Source: an optimization exercise on an open RTL-to-GDS flow (aim: small area, a short achievable clock period and few clock cycles per item). Production flows keep margins and buffers that such runs may drop.
Function was checked by simulation only, so behaviour that the tests miss may differ from the original.
Power is estimated from default activity; no workload was simulated.

Design rs544_decoder, start of the top module:
module rs544_decoder (
    input  wire       clk,
    input  wire       rst,
    input  wire       in_valid,
    input  wire [9:0] in_sym,
    output wire       in_ready,
    output wire       err_valid,
    output wire [9:0] err_pos,
    output wire [9:0] err_val,
    output wire       done,
    output wire       done_uncorr,
    output wire       done_marked,
    output wire [4:0] done_nerr
);
For scale: about 43 I/O pins, roughly 80000 um^2 of cells after synthesis.
export LEC_CHECK = 0
export CAP_MARGIN = 20
export CORE_MARGIN = 2
export CORE_UTILIZATION = 50
export CTS_BUF_LIST = sky130_fd_sc_hd__clkbuf_16
export CTS_CLUSTER_DIAMETER = 80
export CTS_CLUSTER_SIZE = 25
export PLACE_DENSITY = 0.65
export SLEW_MARGIN = 20
export SYNTH_MEMORY_MAX_BITS = 16384
create_clock -name core_clock -period 12.0 [get_ports {clk}]
standard.sh (not shown) runs the stock make flow with config.mk's settings and CLKGATE_MAP_FILE= SYNTH_SCRIPT=/design/flow/synth_recipe.tcl, a recipe that flattens the netlist after the stock synthesis.
==> flow/flow/run.sh <==
#!/bin/bash
# Standard layout, with plain buffers (not delay cells) on the ports.
set -euo pipefail
export BUFFER_PORTS_ARGS="-buffer_cell sky130_fd_sc_hd__buf_4"
bash standard.sh > standard_flow.log 2>&1
Testbench counts at the start, summed over its fixed seeds: cycles 75,169, codewords 128.
Rerun with:
--- a/flow/design.v
+++ b/flow/design.v
@@ -219,15 +219,14 @@
     reg  [19:0] br [0:8];      
     reg  [9:0] gam, dlt, acc, w, bprev, sa, sb;
     reg  [4:0] L;
     reg  [3:0] wk;
     reg        wv;
     reg        s0one;
     reg        s3_load;
-    reg  [2:0] s3_ldc;         
     reg  [1:0] s3st;
     wire       bm     = (s2st == S2_RUN) && (pr < 6'd30);
     reg        first;          
     reg        c0, c8;         
     reg  [15:0] oh;            
     reg         par;           
     wire [9:0] lam_h0 = first ? {9'd0, c0} : lr[0][9:0];
@@ -235,20 +234,16 @@
     wire [9:0] b_h0   = first ? {9'd0, c0} : br[0][9:0];
     wire [9:0] b_h1   = first ? 10'd0      : br[0][19:10];
     wire [9:0] bp     = c0 ? 10'd0 : bprev;
     wire       cond   = bm && (dlt != 10'd0) && ({L, 1'b0} <= pr);
     wire [9:0] lam_n0 = gf_mul(gam, lam_h0) ^ gf_mul(dlt, bp);
     wire [9:0] lam_n1 = gf_mul(gam, lam_h1) ^ gf_mul(dlt, b_h0);
     wire       wsel   = wv && (ph == {1'b0, wk[3:1]});
-    wire       oclr   = (s2st == S2_RUN) && (pr == 6'd30);
-    wire [9:0] b_n0   = bm ? (cond ? lam_h0 : bp)   : oclr ? 10'd0 : ((wsel && !wk[0]) ? w : b_h0);
-    wire [9:0] b_n1   = bm ? (cond ? lam_h1 : b_h0) : oclr ? 10'd0 : ((wsel &&  wk[0]) ? w : b_h1);
-    wire [4:0] l_fin  = cond ? 5'd30 - L : L;
-    wire       s2_last = (s2st == S2_RUN) &&
-                         ((pr == 6'd29 && (l_fin == 5'd0 || l_fin[4])) || (pr == {1'b0, L} + 6'd30));
+    wire [9:0] b_n0   = bm ? (cond ? lam_h0 : bp)   : ((wsel && !wk[0]) ? w : b_h0);
+    wire [9:0] b_n1   = bm ? (cond ? lam_h1 : b_h0) : ((wsel &&  wk[0]) ? w : b_h1);
     wire [9:0] p0     = gf_mul(lr[8][9:0], sa);
     wire [9:0] p1     = gf_mul(lr[8][19:10], sb);
     wire [9:0] res    = acc ^ p0 ^ p1;
     reg  [4:0] rr_n;
     always @(*) begin
         rr_n = rr;
         if (s2_cap) rr_n = 5'd1;
@@ -309,39 +304,35 @@
         end
     end
     always @(*) begin
         s2st_n = s2st;
         case (s2st)
             S2_IDLE: if (s2_cap) s2st_n = c8 ? S2_RUN : S2_WAIT;
             S2_WAIT: if (c8) s2st_n = S2_RUN;
-            S2_RUN:  if (c8 && s2_last) s2st_n = S2_DONE;
+            S2_RUN:  if (c8 && pr == 6'd44) s2st_n = S2_DONE;
             S2_DONE: if (s3_load) s2st_n = S2_IDLE;
         endcase
     end
     always @(posedge clk) begin
         if (rst) begin
             ph    <= 4'd0;
             c0    <= 1'b1;
             c8    <= 1'b0;
             first <= 1'b0;
             s2st  <= S2_IDLE;
             s2_cap <= 1'b0;
             s3_load <= 1'b0;
-            s3_ldc  <= 3'd0;
         end else begin
             ph <= c8 ? 4'd0 : ph + 4'd1;
             c0 <= c8;
             c8 <= (ph == 4'd7);
             if ((s2st == S2_IDLE && s2_cap && c8) || (s2st == S2_WAIT && c8)) first <= 1'b1;
             else if (c8) first <= 1'b0;
             s3_load <= c8 && !s3_load && (s3st == S3_IDLE) &&
-                       (s2st == S2_DONE || s2_last);
-            for (k = 0; k < 3; k = k + 1)
-                s3_ldc[k] <= c8 && !s3_ldc[k] && (s3st == S3_IDLE) &&
-                             (s2st == S2_DONE || s2_last);
+                       (s2st == S2_DONE || (s2st == S2_RUN && pr == 6'd44));
             s2st   <= s2st_n;
             s2_cap <= s1_full_n && (s2st_n == S2_IDLE);
         end
     end
     localparam [1:0] S3_IDLE = 2'd0, S3_RUN = 2'd1, S3_DRAIN = 2'd2, S3_OUT = 2'd3;
     reg  [9:0] t [0:15];
     reg  [9:0] u [0:14];
@@ -387,29 +378,31 @@
     wire [9:0] fval = from_comp({gf5_mul(r2p1, r2di), gf5_mul(r2p0, r2di)});
     reg  [9:0] e_pos [0:14];
     reg  [9:0] e_val [0:14];
     reg        e_shift;        
     reg        o_ev, o_done, o_unc, o_mk;
     reg  [4:0] o_nerr;
     always @(posedge clk) begin
-        for (k = 0; k < 8; k = k + 1) begin
-            t[15-2*k] <= s3_ldc[0] ? lr[k][9:0]   : gf_mul(t[15-2*k], chien_step(15-2*k));
-            t[14-2*k] <= s3_ldc[1] ? lr[k][19:10] : gf_mul(t[14-2*k], chien_step(14-2*k));
-        end
-        for (k = 0; k < 7; k = k + 1) begin
-            u[14-2*k] <= s3_ldc[2] ? br[k][9:0]   : gf_mul(u[14-2*k], chien_step(15-2*k));
-            u[13-2*k] <= s3_load   ? br[k][19:10] : gf_mul(u[13-2*k], chien_step(14-2*k));
-        end
-        u[0] <= s3_load ? br[7][9:0] : gf_mul(u[0], chien_step(1));
         if (s3_load) begin
+            for (k = 0; k < 8; k = k + 1) begin
+                t[15-2*k] <= lr[k][9:0];
+                t[14-2*k] <= lr[k][19:10];
+            end
+            for (k = 0; k < 7; k = k + 1) begin
+                u[14-2*k] <= br[k][9:0];
+                u[13-2*k] <= br[k][19:10];
+            end
+            u[0] <= w;
             pcnt  <= 10'd543;
             L3    <= L;
             mk3   <= s0one && (L == 5'd1) && (lr[0][9:0] == 10'd1) && (lr[0][19:10] == 10'h3df);
             nf    <= 5'd0;
         end else begin
+            for (k = 0; k < 16; k = k + 1) t[k] <= gf_mul(t[k], chien_step(k));
+            for (k = 0; k < 15; k = k + 1) u[k] <= gf_mul(u[k], chien_step(k+1));
             pcnt <= pcnt - 10'd1;
             if (s3st == S3_RUN) nf <= nf_inc;
         end
         r1lo  <= to_comp(lam_odd);
         r1om  <= to_comp(om_sum);
         r2p1  <= m2 ^ m0;
         r2p0  <= m0 ^ m1;
Non-clock buffer count fell by 2.
Setup slack gains 0.043 ns.
Maximum frequency rose by 1.2%.
Routed wire length fell by 4.1%.
Total power rose by 3.6%.
Clock-buffer cell count fell by 1.
Sequential power rose by about 2%.
Testbench counts after the change, summed over its fixed seeds: cycles 75,556, codewords 128.

[what the ideal ports hide]
How much do the figures lean on ideal ports? The routed layouts below were timed once more, with nothing changed but the port constraints. Step 1, drivers: a clkbuf_16 drives clk and a buf_2 each remaining input, both assumed. Step 2 also shifts input and output timing later by t, the mid clock arrival at the registers, as if the neighbouring blocks saw the same clock. Slacks: ideal / step 1 / step 2; pairs: ideal / step 1.
run	t (ns)	setup slack, ns	worst data-port slew with drivers (ns)	cell pins on the clock port's net
the first run	0.830	8.270 / 8.193 / 8.170	0.05	1
the second run	0.828	8.312 / 8.231 / 8.114	0.03	1
After both steps every run listed still meets setup and hold. For the second run, which loses most, drivers alone change the setup slack by -0.081 ns; drivers and shift together by -0.198 ns.
